Background: an optimization exercise with open tools, aiming at small area, a short achievable clock period and few clock cycles. Do not read the settings as production practice. Function was checked by simulation only, so behaviour that the tests miss may differ from the original. Power and IR drop assume default switching activity.

==> flow/design.v (outline; a module is shown in full before it is edited, if it fits) <==
// module stats_div: 44 lines
// module stats_add: 28 lines
// module stats_sq: 940 lines
// module stats_engine: 222 lines
// module stats_reducer: 294 lines
module stats_reducer (
    input  wire         clk,
    input  wire         rst,           
    input  wire         in_valid,
    output wire         in_ready,
    input  wire         in_commit,     
    input  wire [39:0]  in_word,
    input  wire [31:0]  in_idx,        
    input  wire [31:0]  in_tick,       
    input  wire         cfg_en,        
    input  wire         cfg_align,     
    input  wire         cfg_tap,       
    input  wire [8:0]   cfg_ch,        
    input  wire [23:0]  cfg_w_m1,      
    output wire         out_valid,
    input  wire         out_ready,
    output wire [359:0] out_pkt
);
  // ...
==> flow/flow/run.sh <==
#!/bin/bash
# Own layout flow: the standard synthesis unchanged, then the standard layout
# steps with timing repair aimed at a larger setup margin, so that the period
# the layout achieves is shorter than the clock period. Each step's output is
# kept in a log file of its own in this folder.
set -euo pipefail
MARGIN=$(cat flow/margin.txt)
bash standard.sh synth > synth.log 2>&1
bash standard.sh SETUP_SLACK_MARGIN=$MARGIN finish > layout.log 2>&1
==> flow/flow/margin.txt <==
8
==> flow/standard.sh <==
#!/bin/bash
# synth_recipe.tcl (not shown) runs the flow's synth.tcl, then flattens the netlist and writes it again
# the make line also repeats each setting of config.mk as NAME=value (left out here)
make -C /OpenROAD-flow-scripts/flow DESIGN_CONFIG=/design/flow/config.mk WORK_HOME=/design/flow/orfs CLKGATE_MAP_FILE= SYNTH_SCRIPT=/design/flow/synth_recipe.tcl "${@:-finish}"
==> flow/config.mk <==
export PLATFORM = sky130hd
export DESIGN_NAME = stats_reducer
export DESIGN_NICKNAME = stats_reducer
export VERILOG_FILES = /design/flow/design.v
export SDC_FILE = /design/flow/constraint.sdc
export NUM_CORES = 4
export LEC_CHECK = 0
export ABC_CLOCK_PERIOD_IN_PS = 4000
export CAP_MARGIN = 20
export CORE_MARGIN = 2
export CORE_UTILIZATION = 40
export PLACE_DENSITY = 0.6
export SLEW_MARGIN = 20
==> flow/constraint.sdc <==
create_clock -name core_clock -period 13.5 [get_ports {clk}]
set_input_delay 2.7000 -clock core_clock [delete_from_list [all_inputs] [get_ports {clk}]]
set_output_delay 2.7000 -clock core_clock [all_outputs]
set_load 0.01 [all_outputs]
==> results.yml, run 1 <==
status:
  status: "no timing/DRC/antenna violations"
timing:
  worst_pin_slew_ns: 1.118
  rsz0062_at_grt: "true"
  min_period_ns: 5.595
  finalSetupViolations: 0
final_layout:
  signal_buffers: 757
  seq_area_share_pct: 29.27
  seq_cell_count: 1351
  register_area_um2: 37990
  largest_registers: "i_item x103, s_item x103, w_q x88"
  largest_class: "multi-input combinational cells"
  multi_input_area_share_pct: 52.84
synthesis:
  yosys.area_share.simple_pct: 12.93
  post-synth-top-count-cell: "inv_1"
pwr:
  vdd_ir_drop_max_uv: 145.6
  power.internal_mw: 8.466
global_routing:
  antenna_found_initial: 12
  grtUsageMet1_pct: 32.92
  grt_overflow: 0
  grt_max_degree: 149
  busiest_layer: "met2"
worst_setup_path:
  cp_slowest_cell: "fa_1"
  cp-endpoint: "u_eng.r_t[47]"
  path_buf_inv: 4
  slowest_delay_ns: 0.50
clocking:
  root_buffer: "clkbuf_16"
  cts_buffers: 164
route:
  routed_via_density: 5.612
  wire_per_inst_um: 23.39
floorplanning:
  dieArea_um2: 286600
  num_io_pins: 507
Testbench counts, summed over its fixed seeds: cycles 281,670.
==> run 2: changes to the inputs <==
--- a/flow/config.mk
+++ b/flow/config.mk
@@ -9,5 +9,5 @@
 export CAP_MARGIN = 20
 export CORE_MARGIN = 2
-export CORE_UTILIZATION = 40
-export PLACE_DENSITY = 0.6
+export CORE_UTILIZATION = 55
+export PLACE_DENSITY = 0.7
 export SLEW_MARGIN = 20
==> results.yml, run 2 <==
synthesis:
  synthFlopType: "edfxtp_1"
  synth_area_leaders: "edfxtp_1 (29%), fa_1 (12%), ha_1 (12%)"
  syn_area_um2: 112900
  synth.distinct_cells: 106
  post-synth-top-count-cell: "inv_1"
  yosysTopAreaCell: "edfxtp_1"
  synth-edff-count: 1092
  netlist_instances: 11674
  synth_top_area_share_pct: 29.03
  yosysSeqAreaShare_pct: 33.63
  syn_area_per_cell_um2: 9.674
  ys_async_sr_fraction_pct: 0
  ys_seq_elements: 1351
  yosys_warnings: 10
  synthTopCellsByCount: "inv_1 (1484), edfxtp_1 (1092), ha_1 (1057), nor2_1 (1036), nand2_1 (676)"
place:
  place_hpwl_um: 259200
  post-place-cells: 14442
  portBuffers: 403
  gp_congestion: 0.9761
  place_area_um2: 119500
  pre_cts_slack_ns: 5.421
worst_setup_path:
  critical_path_class: "reg -> reg"
  r2r_start: "u_eng.r_y[60]"
  slowest_delay_ns: 0.53
  start_kind: "register"
  cp.required_ns: 14.02
  setup.worst_path.end_class: "register"
  worst_path_most_repeated_cell: "buf_4"
  cp_slowest_cell: "fa_1"
  r2r-end: "u_eng.r_r[30]"
  cp_top_family: "compound AO/OA/AOI/OAI gates"
  worstPathCellList: "buf_4, fa_1, fa_1, ha_1, nor2b_2, o31a_1, o211ai_1, buf_4, nor3_4, o21ai_4, a211oi_4, o211ai_1, buf_4, a21oi_4, o211ai_4, buf_12, buf_12, or3_4, nor3_4, xnor2_1, o221ai_1"
  crit_arrival_ns: 6.14
  critical_path.max_fanout: 8
  ff2ff_path_depth: 21
  r2r_slack_ns: 7.89
  path_buf_inv: 5
clocking:
  clk_latency_ns: 0.87
  root_buffer: "clkbuf_16"
  cts_buffers: 154
  htreeDepth: 4
  cts_max_path_buffers: 3
  clk_pin_slew_ns: 0.07
  cts.sinks: 1351
  cts_tree: "done"
final_layout:
  stdcell_area_um2: 127900
  finalNetCount: 13973
  largest_registers: "i_item x103, s_item x103, w_q x88"
  final_cell_mix: "inv_1 (1445), edfxtp_1 (1092), ha_1 (1044)"
  final_cells: 14922
  synthToLayoutAreaGrowth_pct: 13.26
  final_layout_size_suffix_gt1_share_pct: 10.04
  final_common_cell: "inv_1"
floorplanning:
  dieHeight_um: 457.2
  dieArea_um2: 209000
  core_um2: 204400
  die_x_um: 457.2
  num_io_pins: 507
  initial_core_util_pct: 55.26
  rows: 166
timing:
  clock-skew-final_ns: 0.07151
  max_freq_mhz: 178.2
  min_period_ns: 5.612
  worst_pin_slew_ns: 1.149
  fin_ws_ns: 7.888
  report.final.slew_viol_count: 0
  finalHoldViolations: 0
  finalSetupViolations: 0
  relSlewSlack_pct: 23.37
  tns_ns: 0
  rsz0062_at_grt: "true"
  period_share_pct: 41.57
global_routing:
  antenna_found_initial: 9
  grt_max_degree: 153
  grt_pass1_wl_um: 543800
  grt_overflow: 0
  track_usage_pct: 33.82
  grt_pass1_vias: 90594
route:
  ant_nets: 0
  first_pass_iters: 7
  drt_iter0_markers: 9178
  totalWireLength_um: 362200
  dr_total_vias: 90976
  routed_via_density: 6.097
  wire_per_inst_um: 24.27
  route.detailed.drc: 0
worst_hold_path:
  hold_depth: 0
  hold_path.class: "reg -> reg"
  hold_start: "c_ch[5]"
  hold_path_end: "u_eng.o_ch[5]"
status:
  status: "no timing/DRC/antenna violations"
pwr:
  powerDensity_nw_per_um2: 96.15
  vdd_ir_drop_max_uv: 141.4
  p_leak_nw: 54.55
  p_total_mw: 12.30
run:
  drv_cap: 0
## run 2: cell counts after synthesis
Identical to the previous run, type by type.
## run 2: report_power, final
part,internal (mW),leakage (nW),switching [mW]
logic,1.38,40.0,2.02
registers,4.51,12.0,0.0525
clock network,2.40,2.49,1.94
total,8.29,54.5,4.01
## run 2: worst max-delay path by stage
| stage | start | endpoint | slack (ns) | cells past startpoint |
|---|---|---|---|---|
| 2_1_floorplan | out_ready | u_eng.o_sat | 5.21 | 7 |
| 3_3_place_gp | u_eng.r_t[2] | u_eng.r_r[19] | 5.49 | 19 |
| 3_5_place_dp | u_eng.r_t[2] | u_eng.r_r[27] | 5.42 | 19 |
| 4_1_cts | w_open | dn[30] | 7.84 | 19 |
| 5_1_grt | u_eng.r_t[1] | u_eng.r_r[30] | 7.81 | 21 |
| 6_report | u_eng.r_y[60] | u_eng.r_r[30] | 7.89 | 21 |
## run 2: timing repair
action / 4_1_cts / 5_1_grt
hold buffers: 0 / 0
resized for setup: 130 / 218
setup buffers: 92 / 83
pin swaps: 34 / 80
cloned: 14 / 5
setup endpoints to repair: 651 / 358
## run 2: routing by layer
layer | wire, µm | up-vias | track usage, %
li1 | - | 41105 | -
met1 | 143100 | 44560 | 44.16
met2 | 162700 | 4344 | 53.12
met3 | 31920 | 957 | 5.648
met4 | 24440 | 10 | 19.78
met5 | 61 | - | 0
## run 2: cell type report
| class | count | area [µm²] |
|---|---|---|
| Clock buffer | 191 | 4153 |
| Fill cell | 16653 | 76460 |
| Timing Repair Buffer | 738 | 7291 |
| Tap cell | 2688 | 3363 |
| Sequential cell | 1351 | 37990 |
| Antenna cell | 3 | 7.507 |
| Clock inverter | 92 | 1026 |
| Inverter | 1488 | 5637 |
| Multi-Input combinational cell | 8371 | 68450 |
## run 2: cells by family after synthesis
family | count (synthesis) | synth area share (%)
buffers and inverters | 2059 | 7.308
flip-flops | 1351 | 33.63
other | 2 | 0.006650
AND/OR/NAND/NOR | 3066 | 12.93
XOR/XNOR | 755 | 5.855
multiplexers | 328 | 3.122
adder cells (fa/ha/maj) | 1724 | 23.53
AO/OA/AOI/OAI | 2389 | 13.62
## run 2: metrics by stage
step | util (%) | hold WS (ns)
floorplan | - | 0.4003
global placement | 58.48 | 0.4009
detailed placement | 58.49 | 0.4045
CTS | 61.81 | 0.3941
global route | 62.59 | 0.4187
finish | 62.59 | 0.3977
==> module stats_reducer, before the edit <==
module stats_reducer (
    input  wire         clk,
    input  wire         rst,           
    input  wire         in_valid,
    output wire         in_ready,
    input  wire         in_commit,     
    input  wire [39:0]  in_word,
    input  wire [31:0]  in_idx,        
    input  wire [31:0]  in_tick,       
    input  wire         cfg_en,        
    input  wire         cfg_align,     
    input  wire         cfg_tap,       
    input  wire [8:0]   cfg_ch,        
    input  wire [23:0]  cfg_w_m1,      
    output wire         out_valid,
    input  wire         out_ready,
    output wire [359:0] out_pkt
);
    localparam IW = 1 + 32 + 32 + 38;
    wire [3:0] in_mtype  = in_word[31:28];
    wire       in_closer = (in_mtype == 4'h8 && in_word[12:11] == 2'b00) ||
                           (in_mtype == 4'h3 && in_word[27] && in_word[17:16] != 2'b10);
    wire       in_excl   = in_word[37] | in_word[36] | in_word[35];
    wire [37:0] in_d = in_commit ? {2'b00, cfg_en, cfg_align, cfg_tap, cfg_ch, cfg_w_m1}
                                 : {in_word[32], in_closer, in_excl, in_word[38],
                                    in_word[34], in_word[33], in_word[31:0]};
    wire [IW-1:0] in_item = {in_commit, in_tick, in_idx, in_d};
    reg           i_valid, s_valid;
    reg  [IW-1:0] i_item, s_item;
    wire          consume;
    assign in_ready = !s_valid;
    wire   take = in_valid && !s_valid;
    always @(posedge clk) begin
        if (rst) begin
            i_valid <= 1'b0;
            s_valid <= 1'b0;
        end else if (!i_valid || consume) begin
            if (s_valid) begin
                i_item  <= s_item;
                i_valid <= 1'b1;
                s_valid <= 1'b0;
            end else begin
                i_item  <= in_item;
                i_valid <= take;
            end
        end else if (take) begin
            s_item  <= in_item;
            s_valid <= 1'b1;
        end
    end
    wire        it_cm    = i_item[IW-1];
    wire [31:0] it_tick  = i_item[IW-2 -: 32];
    wire [31:0] it_idx   = i_item[IW-34 -: 32];
    wire        it_mrk   = i_item[37];
    wire        it_close = i_item[36];
    wire        it_excl  = i_item[35];
    wire        it_ovr   = i_item[34];
    wire        it_cals  = i_item[33];
    wire        it_sub   = i_item[32];
    wire signed [31:0] v = i_item[31:0];
    wire [33:0] i34 = {2'b00, it_idx};
    wire [63:0] vsa, vsb;
    stats_sq u_sq (.v(v), .sa(vsa), .sb(vsb));
    reg        c_en, c_align, c_tap;
    reg [8:0]  c_ch;
    reg [24:0] c_w;                     
    wire [33:0] w34 = {9'd0, c_w};
    reg               w_open;           
    reg               w_pend;           
    reg               w_short;          
    reg        [33:0] w_end;            
    reg        [33:0] w_endw;           
    reg        [24:0] w_pos, w_used, w_ovr;
    reg signed [31:0] w_mn, w_mx;
    reg signed [57:0] w_n2;             
    reg        [87:0] w_q;              
    reg        [63:0] sqa, sqb;         
    reg        [1:0]  w_fl;             
    reg        [31:0] w_tick;
    reg        rec_valid;
    reg [33:0] dn;
    reg        srch;
    reg [2:0]  scnt;
    reg        dv_busy;
    reg        dv_start;
    wire       dv_done;
    wire [24:0] dv_rmd;
    stats_div u_div (
        .clk(clk), .rst(rst), .start(dv_start), .num(it_idx), .den(c_w),
        .done(dv_done), .rmd(dv_rmd)
    );
    wire        eng_free;            
    wire        eng_idle;            
    reg         xfer;
    reg         xfer_short;
    wire [63:0] sq_s  = sqa ^ sqb;
    wire [63:0] sq_c  = sqa & sqb;
    wire [87:0] qa    = {24'd0, sq_s};
    wire [87:0] qb    = {23'd0, sq_c, 1'b0};
    wire [87:0] qx    = w_q ^ qa ^ qb;
    wire [87:0] qy    = {(w_q[86:0] & qa[86:0]) | (w_q[86:0] & qb[86:0]) | (qa[86:0] & qb[86:0]), 1'b0};
    wire [87:0] q_tot;
    wire        q_co;
    stats_add #(.W(88)) u_qadd (.a(qx), .b(qy), .ci(1'b0), .s(q_tot), .co(q_co));
    stats_engine u_eng (
        .clk(clk), .rst(rst), .load(xfer), .free(eng_free), .idle(eng_idle),
        .short_(xfer_short), .ch(c_ch), .tap(c_tap),
        .tick(w_tick), .pos(w_pos), .used(w_used), .ovr(w_ovr),
        .mn(w_mn), .mx(w_mx), .fl(w_fl), .n2(w_n2), .q(q_tot),
        .out_valid(out_valid), .out_ready(out_ready), .out_pkt(out_pkt)
    );
    wire gt_end  = i34 >  w_end;
    wire ge_end  = i34 >= w_end;
    wire le_endw = i34 <= w_endw;
    wire ge_endw = i34 >= w_endw;
    wire le_dn   = i34 <= dn;
    wire ge_dn   = i34 >= dn;
    wire w_free    = !w_open && (!w_pend || eng_idle);
    wire cl_before = w_open && c_align && gt_end;
    wire        rec_e  = w_open || rec_valid;
    wire        hit    = srch ? !gt_end : (w_open ? le_endw : (rec_valid && le_dn));
    wire [33:0] e_new  = srch ? w_end  : (w_open ? w_endw  : dn);
    wire        cl_new = srch ? ge_end : (w_open ? ge_endw : ge_dn);
    wire [33:0] ew_new = e_new + w34;
    wire        pos_last = (w_pos + 25'd1 == c_w);
    wire        w_is1    = (c_w == 25'd1);
    reg accept, add, fresh, to_pend, pend_short, set_rec, clr_rec;
    reg cfg_ld, s_begin, s_step, d_begin;
    always @(*) begin
        accept = 1'b0; add = 1'b0; fresh = 1'b0;
        to_pend = 1'b0; pend_short = 1'b0;
        set_rec = 1'b0; clr_rec = 1'b0;
        cfg_ld = 1'b0; s_begin = 1'b0; s_step = 1'b0; d_begin = 1'b0;
        xfer = w_pend && eng_free;
        xfer_short = w_short;
        if (i_valid) begin
            if (it_cm) begin
                if (w_open) begin
                    if (eng_idle) begin
                        xfer = 1'b1; xfer_short = 1'b1; accept = 1'b1;
                    end
                end else begin
                    accept = !w_pend || eng_idle;
                end
                cfg_ld  = accept;
                clr_rec = accept;
            end else if (!c_en) begin
                accept = 1'b1;
            end else if (it_mrk) begin
                accept = 1'b1;
                if (it_close && w_open) begin
                    to_pend = 1'b1; pend_short = 1'b1;
                end
            end else if (c_align) begin
                if (cl_before) begin
                    set_rec = 1'b1;
                    if (eng_idle) begin
                        xfer = 1'b1; xfer_short = 1'b0;
                    end else begin
                        to_pend = 1'b1;
                    end
                end
                if (w_open && !cl_before) begin
                    add = 1'b1;
                end else if (w_free || (cl_before && eng_idle)) begin
                    if (hit) begin
                        add = 1'b1; fresh = 1'b1;
                    end else if (srch) begin
                        s_step = 1'b1;
                    end else if (!dv_busy) begin
                        if (rec_e) s_begin = 1'b1;
                        else       d_begin = 1'b1;
                    end
                end
                accept = add;
            end else begin
                if (w_open) begin
                    add = 1'b1;
                end else if (w_free) begin
                    add = 1'b1; fresh = 1'b1;
                end
                accept = add;
            end
        end
    end
    assign consume = accept;
    wire        closes = c_align ? (fresh ? cl_new : ge_end)
                                 : (fresh ? w_is1  : pos_last);
    wire        inc_u  = !it_excl;
    wire        inc_o  = !it_excl && it_ovr;
    wire [24:0] pos_c  = w_pos  + 25'd1;
    wire [24:0] used_c = w_used + {24'd0, inc_u};
    wire [24:0] ovr_c  = w_ovr  + {24'd0, inc_o};
    wire [57:0] x2     = {{25{v[31]}}, v, 1'b1};
    wire [57:0] n2_c   = w_n2 + x2;
    wire        mn_c   = (w_used == 25'd0) || (v < w_mn);
    wire        mx_c   = (w_used == 25'd0) || (v > w_mx);
    always @(posedge clk) begin
        if (rst) begin
            c_en      <= 1'b0;
            c_align   <= 1'b1;
            c_tap     <= 1'b0;
            c_ch      <= 9'd0;
            c_w       <= 25'd1000;
            w_open    <= 1'b0;
            w_pend    <= 1'b0;
            rec_valid <= 1'b0;
            srch      <= 1'b0;
            dv_busy   <= 1'b0;
            dv_start  <= 1'b0;
            w_q       <= 88'd0;
            sqa       <= 64'd0;
            sqb       <= 64'd0;
        end else begin
            if (cfg_ld) begin
                c_en    <= i_item[35];
                c_align <= i_item[34];
                c_tap   <= i_item[33];
                c_ch    <= i_item[32:24];
                c_w     <= {1'b0, i_item[23:0]} + 25'd1;
            end
            w_q <= xfer ? 88'd0 : q_tot;
            sqa <= (add && !it_excl) ? vsa : 64'd0;
            sqb <= (add && !it_excl) ? vsb : 64'd0;
            if (xfer) begin
                w_open <= 1'b0;
                w_pend <= 1'b0;
            end
            if (to_pend) begin
                w_open  <= 1'b0;
                w_pend  <= 1'b1;
                w_short <= pend_short;
            end
            if (clr_rec)
                rec_valid <= 1'b0;
            else if (set_rec) begin
                rec_valid <= 1'b1;
                dn        <= w_endw;
            end
            dv_start <= 1'b0;
            if (s_begin) begin
                srch  <= 1'b1;
                scnt  <= 3'd0;
                w_end <= ew_new;
            end
            if (s_step) begin
                w_end <= w_end + w34;
                scnt  <= scnt + 3'd1;
                if (scnt == 3'd7) begin
                    srch     <= 1'b0;
                    dv_busy  <= 1'b1;
                    dv_start <= 1'b1;
                end
            end
            if (d_begin) begin
                dv_busy  <= 1'b1;
                dv_start <= 1'b1;
            end
            if (dv_done && dv_busy) begin
                dv_busy <= 1'b0;
                srch    <= 1'b1;
                scnt    <= 3'd0;
                w_end   <= i34 + {9'd0, dv_rmd};
            end
            if (add) begin
                srch   <= 1'b0;
                w_open <= !closes;
                w_pend <= closes;
                w_short <= 1'b0;
                w_end  <= fresh ? e_new  : w_end;
                w_endw <= fresh ? ew_new : w_endw;
                w_pos  <= fresh ? 25'd1 : pos_c;
                w_used <= fresh ? {24'd0, inc_u} : used_c;
                w_ovr  <= fresh ? {24'd0, inc_o} : ovr_c;
                if (!it_excl) begin
                    w_mn   <= (fresh || mn_c) ? v : w_mn;
                    w_mx   <= (fresh || mx_c) ? v : w_mx;
                    w_n2   <= fresh ? x2 : n2_c;
                    w_fl   <= (fresh ? 2'b00 : w_fl) | {it_cals, it_sub};
                end else if (fresh) begin
                    w_mn   <= 32'sd0;
                    w_mx   <= 32'sd0;
                    w_n2   <= 58'sd0;
                    w_fl   <= 2'b00;
                end
                w_tick <= it_tick;
                if (closes && c_align) begin
                    rec_valid <= 1'b1;
                    dn        <= fresh ? ew_new : w_endw;
                end
            end
        end
    end
endmodule
==> run 3: changes to the inputs <==
--- a/flow/design.v
+++ b/flow/design.v
@@ -1303,4 +1303,6 @@
     reg               w_pend;           
     reg               w_short;          
+    reg        [8:0]  p_ch;             
+    reg               p_tap;
     reg        [33:0] w_end;            
     reg        [33:0] w_endw;           
@@ -1339,5 +1341,5 @@
     stats_engine u_eng (
         .clk(clk), .rst(rst), .load(xfer), .free(eng_free), .idle(eng_idle),
-        .short_(xfer_short), .ch(c_ch), .tap(c_tap),
+        .short_(xfer_short), .ch(w_pend ? p_ch : c_ch), .tap(w_pend ? p_tap : c_tap),
         .tick(w_tick), .pos(w_pos), .used(w_used), .ovr(w_ovr),
         .mn(w_mn), .mx(w_mx), .fl(w_fl), .n2(w_n2), .q(q_tot),
@@ -1370,13 +1372,14 @@
         if (i_valid) begin
             if (it_cm) begin
+                accept = 1'b1;
                 if (w_open) begin
                     if (eng_idle) begin
-                        xfer = 1'b1; xfer_short = 1'b1; accept = 1'b1;
+                        xfer = 1'b1; xfer_short = 1'b1;
+                    end else begin
+                        to_pend = 1'b1; pend_short = 1'b1;
                     end
-                end else begin
-                    accept = !w_pend || eng_idle;
                 end
-                cfg_ld  = accept;
-                clr_rec = accept;
+                cfg_ld  = 1'b1;
+                clr_rec = 1'b1;
             end else if (!c_en) begin
                 accept = 1'b1;
@@ -1397,13 +1400,13 @@
                 if (w_open && !cl_before) begin
                     add = 1'b1;
-                end else if (w_free || (cl_before && eng_idle)) begin
-                    if (hit) begin
+                end else if (hit) begin
+                    if (w_free || (cl_before && eng_idle)) begin
                         add = 1'b1; fresh = 1'b1;
-                    end else if (srch) begin
-                        s_step = 1'b1;
-                    end else if (!dv_busy) begin
-                        if (rec_e) s_begin = 1'b1;
-                        else       d_begin = 1'b1;
                     end
+                end else if (srch) begin
+                    s_step = 1'b1;
+                end else if (!dv_busy) begin
+                    if (rec_e) s_begin = 1'b1;
+                    else       d_begin = 1'b1;
                 end
                 accept = add;
@@ -1447,4 +1450,8 @@
             sqb       <= 64'd0;
         end else begin
+            if (!w_pend || xfer) begin
+                p_ch  <= c_ch;
+                p_tap <= c_tap;
+            end
             if (cfg_ld) begin
                 c_en    <= i_item[35];
==> results.yml, run 3 <==
clocking:
  cts_tree: "done"
  hold_buffers: 0
  clk_pin_slew_ns: 0.06
  cts.sinks: 1361
  cts_max_path_buffers: 3
  clk_latency_ns: 0.88
  root_buffer: "clkbuf_16"
  htreeDepth: 4
  cts_buffers: 159
synthesis:
  ys_async_sr_fraction_pct: 0
  yosysTopAreaCell: "edfxtp_1"
  synth_top_area_share_pct: 29.60
  synth_area_leaders: "edfxtp_1 (30%), fa_1 (12%), ha_1 (12%)"
  syn_area_um2: 111800
  synth-edff-count: 1102
  synthTopCellsByCount: "inv_1 (1493), edfxtp_1 (1102), nor2_1 (1077), ha_1 (1057), nand2_1 (747)"
  syn_area_per_cell_um2: 9.682
  synth_top_family_by_area: "adder cells"
  yosys_warnings: 10
  synth.area.mux_share_pct: 2.777
  synthFlopType: "edfxtp_1"
  ys_seq_elements: 1361
  yosys.area_share.simple_pct: 13.06
  synth.distinct_cells: 114
  yosys.area_share.adder_pct: 23.77
  synth-compound-area-share_pct: 12.99
  synth-xor-area-share_pct: 5.818
  post-synth-top-count-cell: "inv_1"
  netlist_instances: 11549
  yosysSeqAreaShare_pct: 34.23
floorplanning:
  die_x_um: 454.9
  dieHeight_um: 454.9
  num_io_pins: 507
  initial_core_util_pct: 55.32
  rows: 165
  dieArea_um2: 206900
  core_um2: 202100
timing:
  max_freq_mhz: 170.3
  min_period_ns: 5.872
  rsz0062_at_grt: "true"
  tns_ns: 0
  clock-skew-final_ns: 0.07773
  period_share_pct: 43.50
  report.final.slew_viol_count: 0
  relSlewSlack_pct: 23.98
  finalHoldViolations: 0
  finalSetupViolations: 0
  worst_pin_slew_ns: 1.136
global_routing:
  grt_pass1_vias: 89209
  antenna_found_initial: 10
  grt_pass1_wl_um: 532300
  track_usage_pct: 33.86
  grt_max_degree: 155
  grt_overflow: 0
worst_setup_path:
  cp-startpoint: "u_eng.r_t[14]"
  worst_path_most_repeated_cell: "buf_12"
  cp_top_family: "compound AO/OA/AOI/OAI gates"
  r2r_start: "u_eng.r_t[14]"
  cp_slowest_cell: "fa_1"
  path_buf_inv: 6
  cp.required_ns: 14.19
  setup.worst_path.end_class: "register"
  critical_path_class: "reg -> reg"
  worstPathCellList: "inv_2, fa_1, fa_1, ha_1, and4_1, a21oi_1, nand2_1, a21oi_4, nor4_4, o21ai_4, a211oi_4, a21o_4, a221o_2, a41oi_4, buf_12, xnor2_4, buf_12, buf_12, nor3_4, buf_6, buf_4, o21ai_2, and3_1, nor3_1"
  crit_arrival_ns: 6.57
  slowest_delay_ns: 0.50
  critical_path.max_fanout: 7
  start_kind: "register"
route:
  totalWireLength_um: 359300
  dr_total_vias: 89987
  routed_via_density: 6.052
  drt_iter0_markers: 8424
  first_pass_iters: 8
  wire_per_inst_um: 24.16
  ant_nets: 0
  route.detailed.drc: 0
worst_hold_path:
  hold_start: "w_tick[1]"
  hold_path.class: "reg -> reg"
final_layout:
  largest_registers: "i_item x103, s_item x103, w_q x88"
  final_layout_size_suffix_gt1_share_pct: 11.70
  final_cell_mix: "inv_1 (1470), edfxtp_1 (1102), nor2_1 (1045), ha_1 (1045), nand2_1 (711)"
  final_common_cell: "inv_1"
  fill_cells: 15841
  final_cells: 14870
  stdcell_area_um2: 129500
  finalNetCount: 13928
  synthToLayoutAreaGrowth_pct: 15.78
pwr:
  powerDensity_nw_per_um2: 96.37
  p_total_mw: 12.48
  p_leak_nw: 55.06
  vdd_ir_drop_max_uv: 138.8
place:
  portBuffers: 403
  place_area_um2: 118300
  post-place-cells: 14304
  place_hpwl_um: 251000
  gp_congestion: 0.9574
run:
  drv_cap: 0
status:
  status: "no timing/DRC/antenna violations"
-- run 3: changes by cell type in the layout (fill, tap and decap cells not counted), sizes merged, moves of 38 or more --
cell,before,now
nor2b,90,129
nor2,1039,1082
o21ai,545,500
xor2,325,276
nand2,676,751
buf,326,384
nand3,205,167
-- run 3: final cells by class --
type	count	area [µm²]	area share, %
tap	2672	3343	2.583
clock buffer	199	4277	3.304
sequential	1361	38290	29.58
multi-input combinational	8246	68160	52.65
clock inverter	94	1224	0.9453
antenna	7	17.52	0.01353
timing repair buffer	797	8518	6.580
inverter	1494	5628	4.347
-- run 3: timing repair --
item | in CTS | in global routing
pin swaps | 149 | 140
resized for setup | 424 | 263
endpoints found under the setup margin | 1293 | 818
setup buffers | 150 | 77
cloned | 34 | 4
-- run 3: where the power goes --
part | internal, mW | switching (mW) | total [mW]
clock | 2.60 | 1.95 | 4.55
sequential | 4.54 | 0.0526 | 4.60
combinational | 1.35 | 1.98 | 3.33
total | 8.49 | 3.98 | 12.5
-- run 3: logic make-up (layout without fill, tap and decap cells) --
| kind of cell | count (synthesis) | in the layout |
|---|---|---|
| simple gates | 3112 | 3116 |
| mux | 286 | 286 |
| fa+ha+maj | 1724 | 1724 |
| other cells | 2 | 109 |
| flops | 1361 | 1361 |
| compound gates | 2270 | 2277 |
| buf+inv | 2053 | 2584 |
| xor+xnor | 741 | 741 |
-- run 3: final timing paths --
check / endpoint / slack [ns] / cells after the start
worst max-delay path: u_eng.r_t[48] / 7.63 / 24
worst min register to register: u_eng.o_tick[1] / 0.41 / 0
worst min-delay path: u_eng.o_tick[1] / 0.41 / 0
worst max register to register: u_eng.r_t[48] / 7.63 / 24
-- run 3: per-layer routing --
layer / wire (µm) / share of wire [%] / GRT usage [%]
met5: 29 / 0.0081 / 0
met4: 26990 / 7.5 / 22.15
met3: 34370 / 9.6 / 6.788
met2: 162300 / 45 / 53.37
met1: 135700 / 38 / 42.43
-- run 3: through the flow --
step                utilization [%]  setup WS (ns)  hold slack, ns
CTS                           63.13          7.706          0.4161
global route                  64.05          7.516          0.4189
finish                        64.05          7.628          0.4143
floorplan                         -          5.324          0.4003
detailed placement            58.53          5.614          0.4045
global placement              58.53          5.642          0.4011
Testbench counts of run 3, summed over its fixed seeds: cycles 278,964.
==> run 4: changes to the inputs <==
==> flow/flow/margin.txt (replaced) <==
7.8
==> results.yml, run 4 <==
global_routing:
  grt_pass1_wl_um: 523100
  track_usage_pct: 33.16
  grt_max_degree: 155
  antenna_found_initial: 12
  grt_pass1_vias: 88427
  grt_overflow: 0
floorplanning:
  core_um2: 202100
  dieArea_um2: 206900
  num_io_pins: 507
  dieHeight_um: 454.9
  initial_core_util_pct: 55.32
  die_x_um: 454.9
  rows: 165
place:
  post-place-cells: 14304
  gp_congestion: 0.9574
  place_hpwl_um: 251000
  portBuffers: 403
  pre_cts_slack_ns: 5.614
worst_setup_path:
  cp.required_ns: 14.09
  worst_path_most_repeated_cell: "a21o_1"
  path_buf_inv: 7
  cp_top_family: "compound AO/OA/AOI/OAI gates"
  cp_slowest_cell: "fa_2"
  critical_path_class: "reg -> reg"
  critical_path.max_fanout: 7
  start_kind: "register"
  slowest_delay_ns: 0.58
  setup.worst_path.end_class: "register"
  crit_arrival_ns: 6.53
synthesis:
  yosys_warnings: 10
  synth_area_leaders: "edfxtp_1 (30%), fa_1 (12%), ha_1 (12%)"
  synthTopCellsByCount: "inv_1 (1493), edfxtp_1 (1102), nor2_1 (1077), ha_1 (1057), nand2_1 (747)"
  syn_area_um2: 111800
  synth-edff-count: 1102
  synth_top_area_share_pct: 29.60
  yosysTopAreaCell: "edfxtp_1"
  ys_async_sr_fraction_pct: 0
  ys_seq_elements: 1361
  synth.distinct_cells: 114
  yosysSeqAreaShare_pct: 34.23
  netlist_instances: 11549
  synthFlopType: "edfxtp_1"
  syn_area_per_cell_um2: 9.682
  post-synth-top-count-cell: "inv_1"
final_layout:
  final_common_cell: "inv_1"
  final_layout_size_suffix_gt1_share_pct: 10.49
  synthToLayoutAreaGrowth_pct: 14.41
  largest_registers: "i_item x103, s_item x103, w_q x88"
  final_cells: 14810
  finalNetCount: 13867
  final_cell_mix: "inv_1 (1473), edfxtp_1 (1102), nor2_1 (1057)"
timing:
  holdWs_ns: 0.4141
  relSlewSlack_pct: -22.47
  finalHoldViolations: 0
  worst_pin_slew_ns: 1.812
  fin_ws_ns: 7.559
  finalSetupViolations: 0
  min_period_ns: 5.941
  clock-skew-final_ns: 0.07568
  period_share_pct: 44.00
  tns_ns: 0
  rsz0062_at_grt: "true"
  max_freq_mhz: 168.3
  report.final.slew_viol_count: 7
pwr:
  powerDensity_nw_per_um2: 97.45
  vdd_ir_drop_max_uv: 138.8
  p_leak_nw: 54.51
clocking:
  cts.sinks: 1361
  clk_pin_slew_ns: 0.06
  clk_latency_ns: 0.88
  cts_buffers: 159
  cts_tree: "done"
  cts_max_path_buffers: 3
  root_buffer: "clkbuf_16"
  htreeDepth: 4
worst_hold_path:
  hold_path.class: "reg -> reg"
run:
  drv_cap: 1
status:
  so_faults: "capacitance limit, slew limit"
  status: "failed layout checks"
route:
  dr_total_vias: 89523
  drt_iter0_markers: 8738
  totalWireLength_um: 356100
  routed_via_density: 6.045
  first_pass_iters: 10
  route.detailed.drc: 0
  wire_per_inst_um: 24.04
  ant_nets: 0
## run 4: worst paths after layout
path	startpoint	to	slack (ns)	depth (start not counted)
setup / recovery	u_eng.r_t[23]	u_eng.r_t[56]	7.56	25
hold / removal	w_tick[1]	u_eng.o_tick[1]	0.41	0
setup reg to reg	u_eng.r_t[23]	u_eng.r_t[56]	7.56	25
hold reg to reg	w_tick[1]	u_eng.o_tick[1]	0.41	0
## run 4: routing by layer
metal	vias to the layer above	GRT usage [%]	wire length (µm)	part of all wire [%]
li1	40394	-	-	-
met4	10	19.90	24890	7.0
met5	-	0	72	0.020
met2	4457	52.75	161400	45
met3	925	6.459	32690	9.2
met1	43737	41.97	137000	38
## run 4: kinds of logic after synthesis
group / after synthesis / synth area share (%)
AOI/OAI and AO/OA: 2270 / 12.99
and+or+nand+nor: 3112 / 13.06
muxes: 286 / 2.777
buffers and inverters: 2053 / 7.345
xor gates and xnor gates: 741 / 5.818
DFF: 1361 / 34.23
adders and majority gates: 1724 / 23.77
other: 2 / 0.006717
## run 4: cell type report
| type | instances | area (µm²) |
|---|---|---|
| antenna | 8 | 20.02 |
| clock buffer | 199 | 4277 |
| clock inverter | 94 | 1224 |
| fill | 16107 | 74190 |
| inverter | 1494 | 5623 |
| multi-input combinational | 8246 | 67540 |
| sequential | 1361 | 38290 |
| tap | 2672 | 3343 |
| timing repair buffer | 736 | 7610 |
## run 4: timing repair
| action | 4_1_cts | 5_1_grt |
|---|---|---|
| hold buffers | 0 | 0 |
| gates cloned | 15 | 16 |
| gates resized for setup | 187 | 317 |
| setup endpoints to repair | 1100 | 746 |
| buffers inserted | 100 | 73 |
| pin swaps | 53 | 129 |
## run 4: metrics by stage
stage	utilization (%)	power, mW	area (µm²)
2_1_floorplan	-	7.044	112300
3_3_place_gp	58.53	7.864	118300
3_5_place_dp	58.53	8.017	118300
4_1_cts	62.19	12.51	125700
5_1_grt	63.29	13.24	127900
6_report	63.29	12.47	127900
## run 4: report_power, final
part,internal (mW),total (mW),switching (mW)
Clock,2.60,4.54,1.95
Combinational,1.35,3.33,1.98
Sequential,4.54,4.60,0.0527
## run 4: worst register-to-register path, cell delays in order (launching register included)
cell	delay, ns
edfxtp_1	0.45
inv_2	0.09
buf_4	0.15
fa_2	0.58
fa_2	0.44
ha_2	0.19
a21o_1	0.18
a21o_1	0.16
a21o_1	0.17
a21o_1	0.16
a21oi_2	0.21
nor2_4	0.08
nor3_4	0.22
a211oi_4	0.11
a21o_4	0.25
a221o_2	0.45
a41oi_4	0.37
xor2_4	0.19
buf_12	0.16
buf_16	0.17
buf_6	0.13
mux2i_4	0.28
buf_6	0.17
buf_6	0.10
nand3_2	0.08
o2bb2ai_2	0.15
==> module stats_engine, before the edit <==
module stats_engine #(
    parameter K = 2                     
) (
    input  wire               clk,
    input  wire               rst,
    input  wire               load,
    output wire               free,
    output wire               idle,
    input  wire               short_,
    input  wire [8:0]         ch,
    input  wire               tap,
    input  wire [31:0]        tick,
    input  wire [24:0]        pos,
    input  wire [24:0]        used,
    input  wire [24:0]        ovr,
    input  wire [31:0]        mn,
    input  wire [31:0]        mx,
    input  wire [1:0]         fl,       
    input  wire [57:0]        n2,       
    input  wire [87:0]        q,        
    output wire               out_valid,
    input  wire               out_ready,
    output wire [359:0]       out_pkt
);
    localparam NC = 32 / K;             
    reg        busy, done;
    reg [4:0]  cnt;
    assign free      = !busy || (done && out_ready);
    assign idle      = !busy;
    assign out_valid = done;
    reg        o_short, o_tap;
    reg [8:0]  o_ch;
    reg [31:0] o_tick;
    reg [24:0] o_pos, o_ovr;
    reg [31:0] o_mn, o_mx;
    reg [1:0]  o_fl;
    reg        o_sat;
    reg        o_fovr;                 
    reg [25:0] m_rem;
    reg [31:0] m_x;
    reg        m_neg;
    reg [56:0] r_rem;
    reg [61:0] r_y;
    reg [58:0] r_t;
    reg [24:0] r_n;
    reg [26:0] r_n3;
    reg [31:0] r_r;
    wire [26:0] msh1 = {m_rem, m_x[31]};              
    wire [27:0] msh2 = {msh1, m_x[30]};               
    wire [26:0] md1;
    wire [27:0] md20, md21;
    wire        mc1, mc20, mc21;
    stats_add #(.W(27)) u_m1 (
        .a(msh1), .b(~{1'b0, r_n, 1'b0}), .ci(1'b1), .s(md1), .co(mc1));
    stats_add #(.W(28)) u_m20 (
        .a(msh2), .b(~{2'b00, r_n, 1'b0}), .ci(1'b1), .s(md20), .co(mc20));
    stats_add #(.W(28)) u_m21 (                       
        .a(msh2), .b(~{r_n3, 1'b0}), .ci(1'b1), .s(md21), .co(mc21));
    wire        mb0 = mc1;
    wire        mb1 = mb0 ? mc21 : mc20;
    reg  [25:0] mr_k;
    always @(*) begin
        case ({mb0, mb1})
            2'b00:   mr_k = msh2[25:0];
            2'b01:   mr_k = md20[25:0];
            2'b10:   mr_k = {md1[24:0], m_x[30]};
            default: mr_k = md21[25:0];
        endcase
    end
    wire [31:0] mq_k = {m_x[29:0], mb0, mb1};
    wire [58:0] ra = {r_rem, r_y[61:60]};
    wire [62:0] rbb = {2'b00, ra, r_y[59:58]};
    wire [58:0] rd1;
    wire        rc1;
    stats_add #(.W(59)) u_r1 (.a(ra), .b(~r_t), .ci(1'b1), .s(rd1), .co(rc1));
    wire [62:0] x0a = rbb;
    wire [62:0] x0b = ~{3'b000, r_t, 1'b0};
    wire [62:0] x0c = {38'd0, r_n};
    wire [62:0] s20 = x0a ^ x0b ^ x0c;
    wire [62:0] c20 = {((x0a & x0b) | (x0a & x0c) | (x0b & x0c)), 1'b1};
    wire [62:0] rd20;
    wire        rc20;
    stats_add #(.W(63)) u_r20 (.a(s20), .b(c20[62:0]), .ci(1'b0), .s(rd20), .co(rc20));
    wire [62:0] y0b = ~{2'b00, r_t, 2'b00};
    wire [62:0] y0c = ~{3'b000, r_t, 1'b0};
    wire [62:0] s1a = rbb ^ y0b ^ y0c;
    wire [62:0] c1a = {((rbb & y0b) | (rbb & y0c) | (y0b & y0c)), 1'b1};
    wire [62:0] y1c = ~{36'd0, r_n3};
    wire [62:0] s21 = s1a ^ c1a[62:0] ^ y1c;
    wire [62:0] c21 = {((s1a & c1a[62:0]) | (s1a & y1c) | (c1a[62:0] & y1c)), 1'b1};
    wire [62:0] rd21;
    wire        rc21;
    stats_add #(.W(63)) u_r21 (.a(s21), .b(c21[62:0]), .ci(1'b1), .s(rd21), .co(rc21));
    wire        rb0 = rc1;
    wire        rb1 = rb0 ? !rd21[62] : !rd20[62];
    wire [1:0]  rb  = {rb0, rb1};
    reg  [56:0] rr_k;
    always @(*) begin
        case ({rb0, rb1})
            2'b00:   rr_k = rbb[56:0];
            2'b01:   rr_k = rd20[56:0];
            2'b10:   rr_k = {rd1[54:0], r_y[59:58]};
            default: rr_k = rd21[56:0];
        endcase
    end
    wire [61:0] ry_k = {r_y[57:0], 4'b0000};
    wire [58:0] t4 = {r_t[56:0], 2'b00};
    wire [58:0] tq0, tq1, tq2, tq3;
    wire        tc0, tc1, tc2, tc3;
    stats_add #(.W(59)) u_t0 (.a(t4), .b(~{32'd0, r_n3}), .ci(1'b1), .s(tq0), .co(tc0));
    stats_add #(.W(59)) u_t1 (.a(t4), .b({34'd0, r_n}), .ci(1'b0), .s(tq1), .co(tc1));
    wire [58:0] t5a = t4 ^ {32'd0, r_n, 2'b00} ^ {34'd0, r_n};
    wire [58:0] t5b = {((t4[57:0] & {31'd0, r_n, 2'b00}) | (t4[57:0] & {33'd0, r_n}) |
                        ({31'd0, r_n, 2'b00} & {33'd0, r_n})), 1'b0};
    stats_add #(.W(59)) u_t2 (.a(t5a), .b(t5b), .ci(1'b0), .s(tq2), .co(tc2));
    wire [58:0] t9a = t4 ^ {31'd0, r_n, 3'b000} ^ {34'd0, r_n};
    wire [58:0] t9b = {((t4[57:0] & {30'd0, r_n, 3'b000}) | (t4[57:0] & {33'd0, r_n}) |
                        ({30'd0, r_n, 3'b000} & {33'd0, r_n})), 1'b0};
    stats_add #(.W(59)) u_t3 (.a(t9a), .b(t9b), .ci(1'b0), .s(tq3), .co(tc3));
    reg  [58:0] rt_k;
    always @(*) begin
        case ({rb0, rb1})
            2'b00:   rt_k = tq0;
            2'b01:   rt_k = tq1;
            2'b10:   rt_k = tq2;
            default: rt_k = tq3;
        endcase
    end
    wire [31-K:0] base     = r_r[31-K:0];
    wire [31-K:0] base_inc = base + 1'b1;
    wire [30:0]   hi       = {base, rb[K-1:1]};
    wire          lo_ones  = &rb[K-1:1];
    wire [30:0]   hi_inc   = lo_ones ? {base_inc, {(K-1){1'b0}}}
                                     : {base, rb[K-1:1] + 1'b1};
    wire          b0       = rb[0];
    wire          hi_ones  = &hi;
    wire          last     = (cnt == NC - 1);
    wire [31:0] s1     = n2[32:1];
    wire [31:0] s1_abs = s1[31] ? (~s1 + 32'd1) : s1;
    wire [57:0] mabs   = n2[57] ? ~n2 : n2;
    wire        lowmag = (mx[31] || mx[31:15] == 17'd0) &&
                         (!mn[31] || (&mn[31:15] && mn[14:0] != 15'd0));
    always @(posedge clk) begin
        if (rst) begin
            busy <= 1'b0;
            done <= 1'b0;
        end else if (load) begin
            busy    <= 1'b1;
            done    <= (used[24:1] == 24'd0);
            cnt     <= 5'd0;
            o_short <= short_;
            o_tap   <= tap;
            o_ch    <= ch;
            o_tick  <= tick;
            o_pos   <= pos;
            o_ovr   <= ovr;
            o_fovr  <= (ovr != 25'd0);
            o_mn    <= mn;
            o_mx    <= mx;
            o_fl    <= fl;
            m_neg   <= n2[57];
            if (lowmag) begin
                cnt   <= 5'd8;
                m_rem <= mabs[41:16];
                r_rem <= {27'd0, q[59:30]};
                r_y   <= {q[29:0], 32'd0};
            end else begin
                m_rem <= mabs[57:32];
                r_rem <= {31'd0, q[87:62]};
                r_y   <= q[61:0];
            end
            r_t     <= {34'd0, used};
            r_n     <= used;
            r_n3    <= {2'b00, used} + {1'b0, used, 1'b0};
            if (used[24:1] != 24'd0) begin
                m_x   <= lowmag ? {mabs[15:0], 16'd0} : mabs[31:0];
                r_r   <= 32'd0;
                o_sat <= 1'b0;
            end else if (used[0]) begin
                m_x   <= s1;
                r_r   <= (s1 == 32'h8000_0000) ? 32'h7FFF_FFFF : s1_abs;
                o_sat <= (s1 == 32'h8000_0000);
            end else begin
                m_x   <= 32'd0;
                r_r   <= 32'd0;
                o_sat <= 1'b0;
            end
        end else if (busy && !done) begin
            cnt   <= cnt + 5'd1;
            m_rem <= mr_k;
            r_rem <= rr_k;
            r_y   <= ry_k;
            r_t   <= rt_k;
            if (last) begin
                done  <= 1'b1;
                m_x   <= m_neg ? ~mq_k : mq_k;
                r_r   <= {1'b0, (b0 && !hi_ones) ? hi_inc : hi};
                o_sat <= b0 && hi_ones;
            end else begin
                m_x   <= mq_k;
                r_r   <= {r_r[31-K:0], rb};
            end
        end else if (done && out_ready) begin
            busy <= 1'b0;
            done <= 1'b0;
        end
    end
    wire       f_ovr = o_fovr;
    wire [5:0] rfl   = {f_ovr, 3'b000, o_fl};
    wire [5:0] rflr  = {f_ovr | o_sat, 3'b000, o_fl};
    assign out_pkt = {
        {1'b1, rflr, 1'b0, r_r},                                       
        {1'b1, rfl,  1'b0, m_x},                                       
        {1'b1, rfl,  1'b0, o_mx},                                      
        {1'b1, rfl,  1'b0, o_mn},                                      
        {8'h80, 7'd0, o_ovr},                                          
        {8'h80, 7'd0, r_n},                                            
        {8'h80, 7'd0, o_pos},                                          
        {8'h80, o_tick},                                               
        {8'h80, o_ch, o_tap, o_short, 21'd0}                           
    };
endmodule
==> run 5: changes to the inputs <==
--- a/flow/design.v
+++ b/flow/design.v
@@ -1071,13 +1071,7 @@
     wire        mb0 = mc1;
     wire        mb1 = mb0 ? mc21 : mc20;
-    reg  [25:0] mr_k;
-    always @(*) begin
-        case ({mb0, mb1})
-            2'b00:   mr_k = msh2[25:0];
-            2'b01:   mr_k = md20[25:0];
-            2'b10:   mr_k = {md1[24:0], m_x[30]};
-            default: mr_k = md21[25:0];
-        endcase
-    end
+    wire [25:0] mr_lo = mc20 ? md20[25:0] : msh2[25:0];
+    wire [25:0] mr_hi = mc21 ? md21[25:0] : {md1[24:0], m_x[30]};
+    wire [25:0] mr_k  = mb0 ? mr_hi : mr_lo;
     wire [31:0] mq_k = {m_x[29:0], mb0, mb1};
     wire [58:0] ra = {r_rem, r_y[61:60]};
@@ -1105,15 +1099,11 @@
     stats_add #(.W(63)) u_r21 (.a(s21), .b(c21[62:0]), .ci(1'b1), .s(rd21), .co(rc21));
     wire        rb0 = rc1;
-    wire        rb1 = rb0 ? !rd21[62] : !rd20[62];
     wire [1:0]  rb  = {rb0, rb1};
-    reg  [56:0] rr_k;
-    always @(*) begin
-        case ({rb0, rb1})
-            2'b00:   rr_k = rbb[56:0];
-            2'b01:   rr_k = rd20[56:0];
-            2'b10:   rr_k = {rd1[54:0], r_y[59:58]};
-            default: rr_k = rd21[56:0];
-        endcase
-    end
+    wire        rg20 = !rd20[62];
+    wire        rg21 = !rd21[62];
+    wire        rb1  = rb0 ? rg21 : rg20;
+    wire [56:0] rr_lo = rg20 ? rd20[56:0] : rbb[56:0];
+    wire [56:0] rr_hi = rg21 ? rd21[56:0] : {rd1[54:0], r_y[59:58]};
+    wire [56:0] rr_k  = rb0 ? rr_hi : rr_lo;
     wire [61:0] ry_k = {r_y[57:0], 4'b0000};
     wire [58:0] t4 = {r_t[56:0], 2'b00};
@@ -1130,13 +1120,7 @@
                         ({30'd0, r_n, 3'b000} & {33'd0, r_n})), 1'b0};
     stats_add #(.W(59)) u_t3 (.a(t9a), .b(t9b), .ci(1'b0), .s(tq3), .co(tc3));
-    reg  [58:0] rt_k;
-    always @(*) begin
-        case ({rb0, rb1})
-            2'b00:   rt_k = tq0;
-            2'b01:   rt_k = tq1;
-            2'b10:   rt_k = tq2;
-            default: rt_k = tq3;
-        endcase
-    end
+    wire [58:0] rt_lo = rg20 ? tq1 : tq0;
+    wire [58:0] rt_hi = rg21 ? tq3 : tq2;
+    wire [58:0] rt_k  = rb0 ? rt_hi : rt_lo;
     wire [31-K:0] base     = r_r[31-K:0];
     wire [31-K:0] base_inc = base + 1'b1;
==> flow/flow/margin.txt (replaced) <==
8
==> results.yml, run 5 <==
synthesis:
  ys_async_sr_fraction_pct: 0
  synth_area_leaders: "edfxtp_1 (29%), fa_1 (12%), ha_1 (12%)"
  synthFlopType: "edfxtp_1"
  synth-edff-count: 1102
  yosysTopAreaCell: "edfxtp_1"
  yosys_warnings: 10
  ys_seq_elements: 1361
  synthTopCellsByCount: "inv_1 (1514), edfxtp_1 (1102), nor2_1 (1062), ha_1 (1057), nand2_1 (706)"
  synth_top_area_share_pct: 29.30
  synth.distinct_cells: 100
  syn_area_per_cell_um2: 9.708
  post-synth-top-count-cell: "inv_1"
  syn_area_um2: 112900
  yosysSeqAreaShare_pct: 33.89
  netlist_instances: 11633
worst_hold_path:
  hold_path.class: "reg -> reg"
  hold_start: "i_item[94]"
global_routing:
  grt_overflow: 0
  grt_max_degree: 170
  grt_pass1_vias: 88980
  grt_pass1_wl_um: 545700
  antenna_found_initial: 8
  track_usage_pct: 34.21
worst_setup_path:
  path_buf_inv: 9
  worst_path_most_repeated_cell: "buf_6"
  cp_top_family: "compound AO/OA/AOI/OAI gates"
  cp_slowest_cell: "fa_1"
  r2r_start: "u_eng.r_t[10]"
  cp.required_ns: 14.05
  crit_arrival_ns: 6.05
  cp-startpoint: "u_eng.r_t[10]"
  start_kind: "register"
  critical_path_class: "reg -> reg"
  setup.worst_path.end_class: "register"
  slowest_delay_ns: 0.53
  critical_path.max_fanout: 5
route:
  dr_total_vias: 90603
  routed_via_density: 6.092
  drt_iter0_markers: 9134
  first_pass_iters: 6
  route.detailed.drc: 0
  wire_per_inst_um: 24.63
  totalWireLength_um: 366300
  ant_nets: 0
pwr:
  powerDensity_nw_per_um2: 96.82
  swShare_pct: 32.07
  p_leak_nw: 54.56
  p_switching_mw: 3.965
  power_frac_comb_pct: 27.3
  clock_power_share_pct: 35.5
  p_seq_share_pct: 37.2
  power.internal_mw: 8.399
  vdd_ir_drop_max_uv: 124.9
timing:
  report.final.slew_viol_count: 0
  relSlewSlack_pct: 23.00
  tns_ns: 0
  period_share_pct: 40.78
  worst_pin_slew_ns: 1.147
  clock-skew-final_ns: 0.05532
  max_freq_mhz: 181.6
  finalSetupViolations: 0
  finalHoldViolations: 0
  rsz0062_at_grt: "true"
  fin_ws_ns: 7.995
  min_period_ns: 5.505
  holdWs_ns: 0.4136
floorplanning:
  rows: 166
  core_um2: 204400
  dieHeight_um: 457.1
  num_io_pins: 507
  die_x_um: 457.1
  dieArea_um2: 209000
  initial_core_util_pct: 55.26
final_layout:
  fin_util_pct: 62.48
  final_layout_size_suffix_gt1_share_pct: 9.865
  multiInputGateArea_um2: 67920
  fill_cells: 16785
  final_cell_mix: "inv_1 (1468), edfxtp_1 (1102), nor2_1 (1053)"
  finalNetCount: 13925
  final_common_cell: "inv_1"
  register_area_um2: 38280
  largest_registers: "i_item x103, s_item x103, w_q x88"
  final_cells: 14873
  synthToLayoutAreaGrowth_pct: 13.07
clocking:
  cts_max_path_buffers: 3
  clk_latency_ns: 0.84
  htreeDepth: 4
  clk_pin_slew_ns: 0.06
  root_buffer: "clkbuf_16"
  cts_buffers: 156
  cts.sinks: 1361
  cts_tree: "done"
place:
  place_hpwl_um: 263500
  pre_cts_slack_ns: 5.795
  post-place-cells: 14414
  portBuffers: 403
  gp_congestion: 0.9755
run:
  drv_cap: 0
status:
  status: "no timing/DRC/antenna violations"
run 5: power by group through the flow:
stage | Clock [mW] | Combinational, mW | Sequential [mW]
after CTS | 4.43 | 3.38 | 4.60
after global placement | 0 | 3.22 | 4.69
after detailed placement | 0 | 3.37 | 4.69
after global routing | 4.58 | 3.93 | 4.60
after floorplan | 0 | 2.40 | 4.66
final | 4.39 | 3.37 | 4.60
run 5: worst paths after layout:
| path | depth (start not counted) | endpoint | slack (ns) |
|---|---|---|---|
| hold reg to reg | 0 | w_tick[24] | 0.41 |
| setup / recovery | 25 | u_eng.r_r[16] | 7.99 |
| setup reg to reg | 25 | u_eng.r_r[16] | 7.99 |
| hold / removal | 0 | w_tick[24] | 0.41 |
run 5: worst register-to-register path, delay by kind of cell (launching register included):
kind	cells	cell delay (ns)
AND/OR/NAND/NOR	3	0.34
buffers and inverters	9	1.36
AO/OA/AOI/OAI	10	1.80
flip-flops	1	0.35
adder cells (fa/ha/maj)	3	1.37
run 5: stage by stage:
stage / instance area (µm²) / power (mW)
detailed placement: 119600 / 8.065
finish: 127700 / 12.36
global placement: 119600 / 7.908
floorplan: 113500 / 7.060
global route: 127700 / 13.10
CTS: 126100 / 12.41
run 5: what timing repair did:
action                     4_1_cts  5_1_grt
hold buffers                     0        0
gates cloned                     9        6
setup endpoints to repair      808      918
resized for setup              114      197
pin swaps                       20       61
buffers inserted                75       81
run 5: layer usage:
layer  wire, µm  track usage [%]  vias up
met3      33190            6.017      934
met5         26                0        -
met2     164100            53.45     4316
met1     146300            45.57    44440
met4      22670            17.94        4
li1           -                -    40909
run 5: layout make-up:
| cell class | instances | share of cell area (%) |
|---|---|---|
| Sequential cell | 1361 | 29.98 |
| Timing Repair Buffer | 726 | 5.597 |
| Multi-Input combinational cell | 8295 | 53.19 |
| Inverter | 1516 | 4.504 |
| Clock inverter | 81 | 0.7114 |
| Clock buffer | 205 | 3.380 |
| Antenna cell | 1 | 0.001960 |
| Tap cell | 2688 | 2.634 |
run 5: cell families (layout without fill, tap and decap cells):
| logic type | Yosys count | count (layout) | synth area share, % |
|---|---|---|---|
| flip-flops | 1361 | 1361 | 33.89 |
| AND/OR/NAND/NOR | 3059 | 3061 | 12.84 |
| adder cells (fa/ha/maj) | 1724 | 1724 | 23.53 |
| buffers and inverters | 2079 | 2528 | 7.306 |
| multiplexers | 344 | 344 | 3.297 |
| XOR/XNOR | 745 | 745 | 5.778 |
| other | 2 | 103 | 0.006650 |
| AO/OA/AOI/OAI | 2319 | 2319 | 13.35 |
Testbench counts of run 5, summed over its fixed seeds: cycles 278,964.
==> run 6: changes to the inputs <==
==> flow/flow/margin.txt (replaced) <==
8.4
==> results.yml, run 6 <==
route:
  route.detailed.drc: 0
  ant_nets: 0
  dr_total_vias: 92292
  routed_via_density: 6.134
  totalWireLength_um: 375000
  drt_iter0_markers: 9360
  first_pass_iters: 8
  wire_per_inst_um: 24.92
synthesis:
  synth_area_leaders: "edfxtp_1 (29%), fa_1 (12%), ha_1 (12%)"
  syn_area_um2: 112900
  synth.distinct_cells: 100
  post-synth-top-count-cell: "inv_1"
  yosysSeqAreaShare_pct: 33.89
  netlist_instances: 11633
  syn_area_per_cell_um2: 9.708
  yosys_warnings: 10
  synth-edff-count: 1102
  ys_seq_elements: 1361
  synth_top_area_share_pct: 29.30
  ys_async_sr_fraction_pct: 0
  yosysTopAreaCell: "edfxtp_1"
  synthFlopType: "edfxtp_1"
  synthTopCellsByCount: "inv_1 (1514), edfxtp_1 (1102), nor2_1 (1062), ha_1 (1057), nand2_1 (706)"
timing:
  report.final.slew_viol_count: 0
  relSlewSlack_pct: 20.42
  min_period_ns: 5.453
  rsz0062_at_grt: "true"
  finalHoldViolations: 0
  finalSetupViolations: 0
  max_freq_mhz: 183.4
  worst_pin_slew_ns: 1.190
  period_share_pct: 40.39
  tns_ns: 0
  holdWs_ns: 0.4167
  clock-skew-final_ns: 0.03533
global_routing:
  grt_pass1_vias: 89818
  grt_overflow: 0
  grt_max_degree: 169
  grt_pass1_wl_um: 549300
  track_usage_pct: 34.34
  antenna_found_initial: 11
floorplanning:
  dieHeight_um: 457.1
  rows: 166
  initial_core_util_pct: 55.26
  num_io_pins: 507
  die_x_um: 457.1
  core_um2: 204400
  dieArea_um2: 209000
run:
  drv_cap: 0
clocking:
  clk_pin_slew_ns: 0.06
  clk_latency_ns: 0.81
  cts_buffers: 155
  cts_tree: "done"
  htreeDepth: 4
  cts.sinks: 1361
  root_buffer: "clkbuf_16"
  cts_max_path_buffers: 3
final_layout:
  final_layout_size_suffix_gt1_share_pct: 12.80
  synthToLayoutAreaGrowth_pct: 16.15
  fin_util_pct: 64.18
  largest_registers: "i_item x103, s_item x103, w_q x88"
  final_cells: 15046
  finalNetCount: 14099
  final_common_cell: "inv_1"
  final_cell_mix: "inv_1 (1462), edfxtp_1 (1102), nor2_1 (1036)"
worst_hold_path:
  hold_path.class: "reg -> reg"
pwr:
  p_total_mw: 12.41
  powerDensity_nw_per_um2: 94.61
  vdd_ir_drop_max_uv: 128.9
  p_leak_nw: 56.02
worst_setup_path:
  cp.required_ns: 14.05
  critical_path.max_fanout: 6
  crit_arrival_ns: 6.01
  setup.worst_path.end_class: "register"
  start_kind: "register"
  critical_path_class: "reg -> reg"
status:
  status: "no timing/DRC/antenna violations"
place:
  place_hpwl_um: 260200
  gp_congestion: 0.9756
  post-place-cells: 14398
  portBuffers: 403
## run 6: layer usage
metal	part of all wire [%]	up-vias	GRT usage (%)
li1	-	41257	-
met1	39	45221	45.60
met2	44	4781	53.06
met3	9.5	1025	5.934
met4	7.0	8	19.84
met5	0.015	-	0
## run 6: critical path: stages, from the launching register on
cell and delay [ns]:
edfxtp_1 0.49, buf_4 0.19, buf_6 0.11, fa_1 0.50, inv_1 0.06, fa_2 0.38
a211oi_2 0.27, o211ai_1 0.11, buf_4 0.17, a211oi_2 0.21, buf_4 0.17, o21ai_4 0.07
a21oi_4 0.22, o31ai_4 0.12, a211oi_2 0.28, buf_4 0.21, nor3_4 0.06, or3_4 0.46
buf_16 0.20, nand4_1 0.17, mux2i_4 0.15, a31oi_1 0.23, mux2_2 0.35
## run 6: final timing paths
check | startpoint | to | slack [ns] | cells after the start
worst max-delay path | u_eng.r_t[0] | u_eng.r_t[44] | 8.05 | 22
worst max register to register | u_eng.r_t[0] | u_eng.r_t[44] | 8.05 | 22
worst min-delay path | w_tick[28] | u_eng.o_tick[28] | 0.42 | 0
worst min register to register | w_tick[28] | u_eng.o_tick[28] | 0.42 | 0
## run 6: through the flow
stage	worst slack, ns	instance area [µm²]
2_1_floorplan	5.141	113500
3_3_place_gp	5.659	119500
3_5_place_dp	5.595	119500
4_1_cts	8.213	127900
5_1_grt	7.900	131200
6_report	8.047	131200
## run 6: area by class of cell
type,instances,area (µm²)
inverters,1516,5758
multi-input cells,8299,69240
fillers,16303,73200
clock buffers,205,4272
clock inverters,75,695.7
repair buffers,897,9537
flip-flops and latches,1361,38290
well taps,2688,3363
diodes,5,12.51
## run 6: cell families (layout without fill, tap and decap cells)
| group | Yosys count | in the layout | share of synthesized area [%] |
|---|---|---|---|
| AO/OA/AOI/OAI | 2319 | 2320 | 13.35 |
| other | 2 | 107 | 0.006650 |
| flip-flops | 1361 | 1361 | 33.89 |
| multiplexers | 344 | 344 | 3.297 |
| XOR/XNOR | 745 | 745 | 5.778 |
| buffers and inverters | 2079 | 2693 | 7.306 |
| adder cells (fa/ha/maj) | 1724 | 1724 | 23.53 |
| AND/OR/NAND/NOR | 3059 | 3064 | 12.84 |
## run 6: power by group
part           switching, mW  leakage (nW)  internal [mW]
registers             0.0521          12.1           4.54
clock network           1.83          2.42           2.40
logic                   2.11          41.5           1.46
## run 6: timing repair
action | CTS | global route
pin swaps | 99 | 162
setup endpoints to repair | 1319 | 1038
hold buffers | 0 | 0
setup buffers | 174 | 148
gates resized for setup | 376 | 429
cloned | 26 | 14
==> run 7: changes to the inputs <==
==> flow/flow/margin.txt (replaced) <==
8
--- a/flow/config.mk
+++ b/flow/config.mk
@@ -9,5 +9,5 @@
 export CAP_MARGIN = 20
 export CORE_MARGIN = 2
-export CORE_UTILIZATION = 55
-export PLACE_DENSITY = 0.7
+export CORE_UTILIZATION = 40
+export PLACE_DENSITY = 0.6
 export SLEW_MARGIN = 20
==> results.yml, run 7 <==
status:
  status: "no timing/DRC/antenna violations"
clocking:
  cts_tree: "done"
  hold_buffers: 0
  cts_max_path_buffers: 4
  cts_buffers: 173
  htreeDepth: 4
  clk_latency_ns: 0.91
  clk_pin_slew_ns: 0.06
  root_buffer: "clkbuf_16"
  cts.sinks: 1361
final_layout:
  stdcell_area_um2: 130000
  largest_registers: "i_item x103, s_item x103, w_q x88"
  fin_util_pct: 46.18
  synthToLayoutAreaGrowth_pct: 15.14
  final_cells: 15997
  final_layout_size_suffix_gt1_share_pct: 10.44
  final_common_cell: "inv_1"
  finalNetCount: 13980
  final_cell_mix: "inv_1 (1470), edfxtp_1 (1102), nor2_1 (1052)"
timing:
  report.final.slew_viol_count: 0
  clock-skew-final_ns: 0.1196
  period_share_pct: 40.74
  rsz0062_at_grt: "true"
  relSlewSlack_pct: 21.99
  finalSetupViolations: 0
  holdWs_ns: 0.4122
  tns_ns: 0
  fin_ws_ns: 8.000
  worst_pin_slew_ns: 1.170
  finalHoldViolations: 0
  min_period_ns: 5.500
  max_freq_mhz: 181.8
place:
  pre_cts_slack_ns: 5.762
  portBuffers: 403
  gp_congestion: 0.9390
  post-place-cells: 15488
  place_hpwl_um: 279100
  place_area_um2: 121100
global_routing:
  grt_pass1_vias: 89688
  antenna_found_initial: 18
  grt_overflow: 0
  track_usage_pct: 26.04
  grt_max_degree: 168
  grt_pass1_wl_um: 567300
synthesis:
  synth-edff-count: 1102
  yosysTopAreaCell: "edfxtp_1"
  synth.distinct_cells: 100
  syn_area_per_cell_um2: 9.708
  netlist_instances: 11633
  ys_async_sr_fraction_pct: 0
  synth_top_area_share_pct: 29.30
  synthFlopType: "edfxtp_1"
  yosysSeqAreaShare_pct: 33.89
  synth_area_leaders: "edfxtp_1 (29%), fa_1 (12%), ha_1 (12%)"
  yosys_warnings: 10
  post-synth-top-count-cell: "inv_1"
  synthTopCellsByCount: "inv_1 (1514), edfxtp_1 (1102), nor2_1 (1062), ha_1 (1057), nand2_1 (706)"
  ys_seq_elements: 1361
  syn_area_um2: 112900
route:
  dr_total_vias: 89925
  wire_per_inst_um: 24.04
  ant_nets: 0
  routed_via_density: 5.621
  route.detailed.drc: 0
  totalWireLength_um: 384600
  drt_iter0_markers: 8118
  first_pass_iters: 8
worst_setup_path:
  crit_arrival_ns: 6.10
  critical_path.max_fanout: 12
  cp.required_ns: 14.10
  cp_slowest_cell: "fa_1"
  worst_path_most_repeated_cell: "buf_4"
  setup.worst_path.end_class: "register"
  start_kind: "register"
  critical_path_class: "reg -> reg"
  worstPathCellList: "buf_4, buf_6, inv_6, fa_1, fa_1, ha_1, nand2b_1, a21oi_2, o21ai_2, o21ai_2, a31o_4, a21oi_4, a2111oi_4, buf_4, buf_6, o2111ai_4, nand3_4, buf_12, buf_4, buf_12, mux2_4, o2bb2ai_4, mux2i_1, mux2_2"
  slowest_delay_ns: 0.52
pwr:
  p_total_mw: 12.97
  vdd_ir_drop_max_uv: 113.5
  p_leak_nw: 55.22
  powerDensity_nw_per_um2: 99.76
worst_hold_path:
  hold_path.class: "reg -> reg"
floorplanning:
  dieHeight_um: 535.3
  rows: 195
  die_x_um: 535.3
  num_io_pins: 507
  core_um2: 281600
  initial_core_util_pct: 40.11
  dieArea_um2: 286600
run:
  drv_cap: 0
[run 7: metal layers]
metal  vias to the layer above  wire length (µm)  share of wire (%)  GRT usage [%]
li1                      41017                 -                  -              -
met3                       796             28670                7.5          4.103
met1                     44408            162400                 42          34.66
met5                         -                86              0.022              0
met4                        14             19770                5.1          11.64
met2                      3690            173700                 45          41.72
[run 7: timing repair]
item | in CTS | in global routing
gates cloned | 9 | 6
gates resized for setup | 161 | 189
setup buffers | 118 | 58
setup endpoints to repair | 1010 | 609
pin swaps | 34 | 67
[run 7: cell families after synthesis]
| family | Yosys count | share of synthesized area [%] |
|---|---|---|
| other | 2 | 0.006650 |
| DFF | 1361 | 33.89 |
| AOI/OAI and AO/OA | 2319 | 13.35 |
| buffers and inverters | 2079 | 7.306 |
| muxes | 344 | 3.297 |
| and+or+nand+nor | 3059 | 12.84 |
| adders and majority gates | 1724 | 23.53 |
| xor gates and xnor gates | 745 | 5.778 |
[run 7: path summary, 6_finish.rpt]
kind,slack [ns],cells past startpoint,startpoint,endpoint
worst min register to register,0.41,0,w_tick[9],u_eng.o_tick[9]
worst max register to register,8.00,24,u_eng.r_t[0],u_eng.r_t[31]
worst max-delay path,8.00,24,u_eng.r_t[0],u_eng.r_t[31]
worst min-delay path,0.41,0,w_tick[9],u_eng.o_tick[9]
[run 7: worst max-delay path, delay by kind of cell, from the launching register on]
kind	cells	cell delay, ns
fa+ha+maj	3	1.26
compound gates	8	1.42
buf+inv	8	1.06
mux	3	0.73
flops	1	0.46
simple gates	2	0.25
[run 7: cell type report]
type	instances	area (µm²)
well taps	3743	4683
repair buffers	760	7335
flip-flops and latches	1361	38290
inverters	1516	5722
diodes	10	25.02
clock inverters	80	1037
clock buffers	228	4850
fillers	26463	151500
multi-input cells	8298	68080
repair inverters	1	5.005
[run 7: where the power goes]
group          switching, mW  total [mW]  internal (mW)
combinational           2.06        3.46           1.40
clock                   1.98        4.91           2.94
sequential            0.0582        4.60           4.54

-- static timing again, ports no longer ideal --
The flow's constraints put no driver on any port. The routed layouts listed below were extracted and timed again, unchanged, in two steps. Step 1 sets driving cells, clkbuf_16 on the clock port and buf_2 on the other inputs (assumed; they add their load-dependent delay and slew). Step 2 also shifts input and output timing later by t, the mid clock arrival at the registers, as if the neighbouring blocks saw the same clock. Slacks: ideal / step 1 / step 2; pairs: ideal / step 1.
run | t, ns | setup slack, ns | worst setup path after step 2 | worst data-port slew with drivers (ns)
run 1 | 0.918 | 7.905 / 7.905 / 7.209 | input to register | 0.09
run 2 | 0.932 | 7.888 / 7.888 / 7.109 | input to register | 0.09
run 3 | 0.941 | 7.628 / 7.628 / 7.609 | input to register | 0.08
run 4 | 0.936 | 7.559 / 7.559 / 7.553 | input to register | 0.08
run 5 | 0.905 | 7.995 / 7.995 / 7.427 | input to register | 0.09
run 6 | 0.894 | 8.047 / 8.047 / 7.377 | input to register | 0.10
run 7 | 0.958 | 8.000 / 8.000 / 7.254 | input to register | 0.17
For run 2, which loses most, drivers alone change the setup slack by 0.000 ns; drivers and shift together by -0.779 ns.
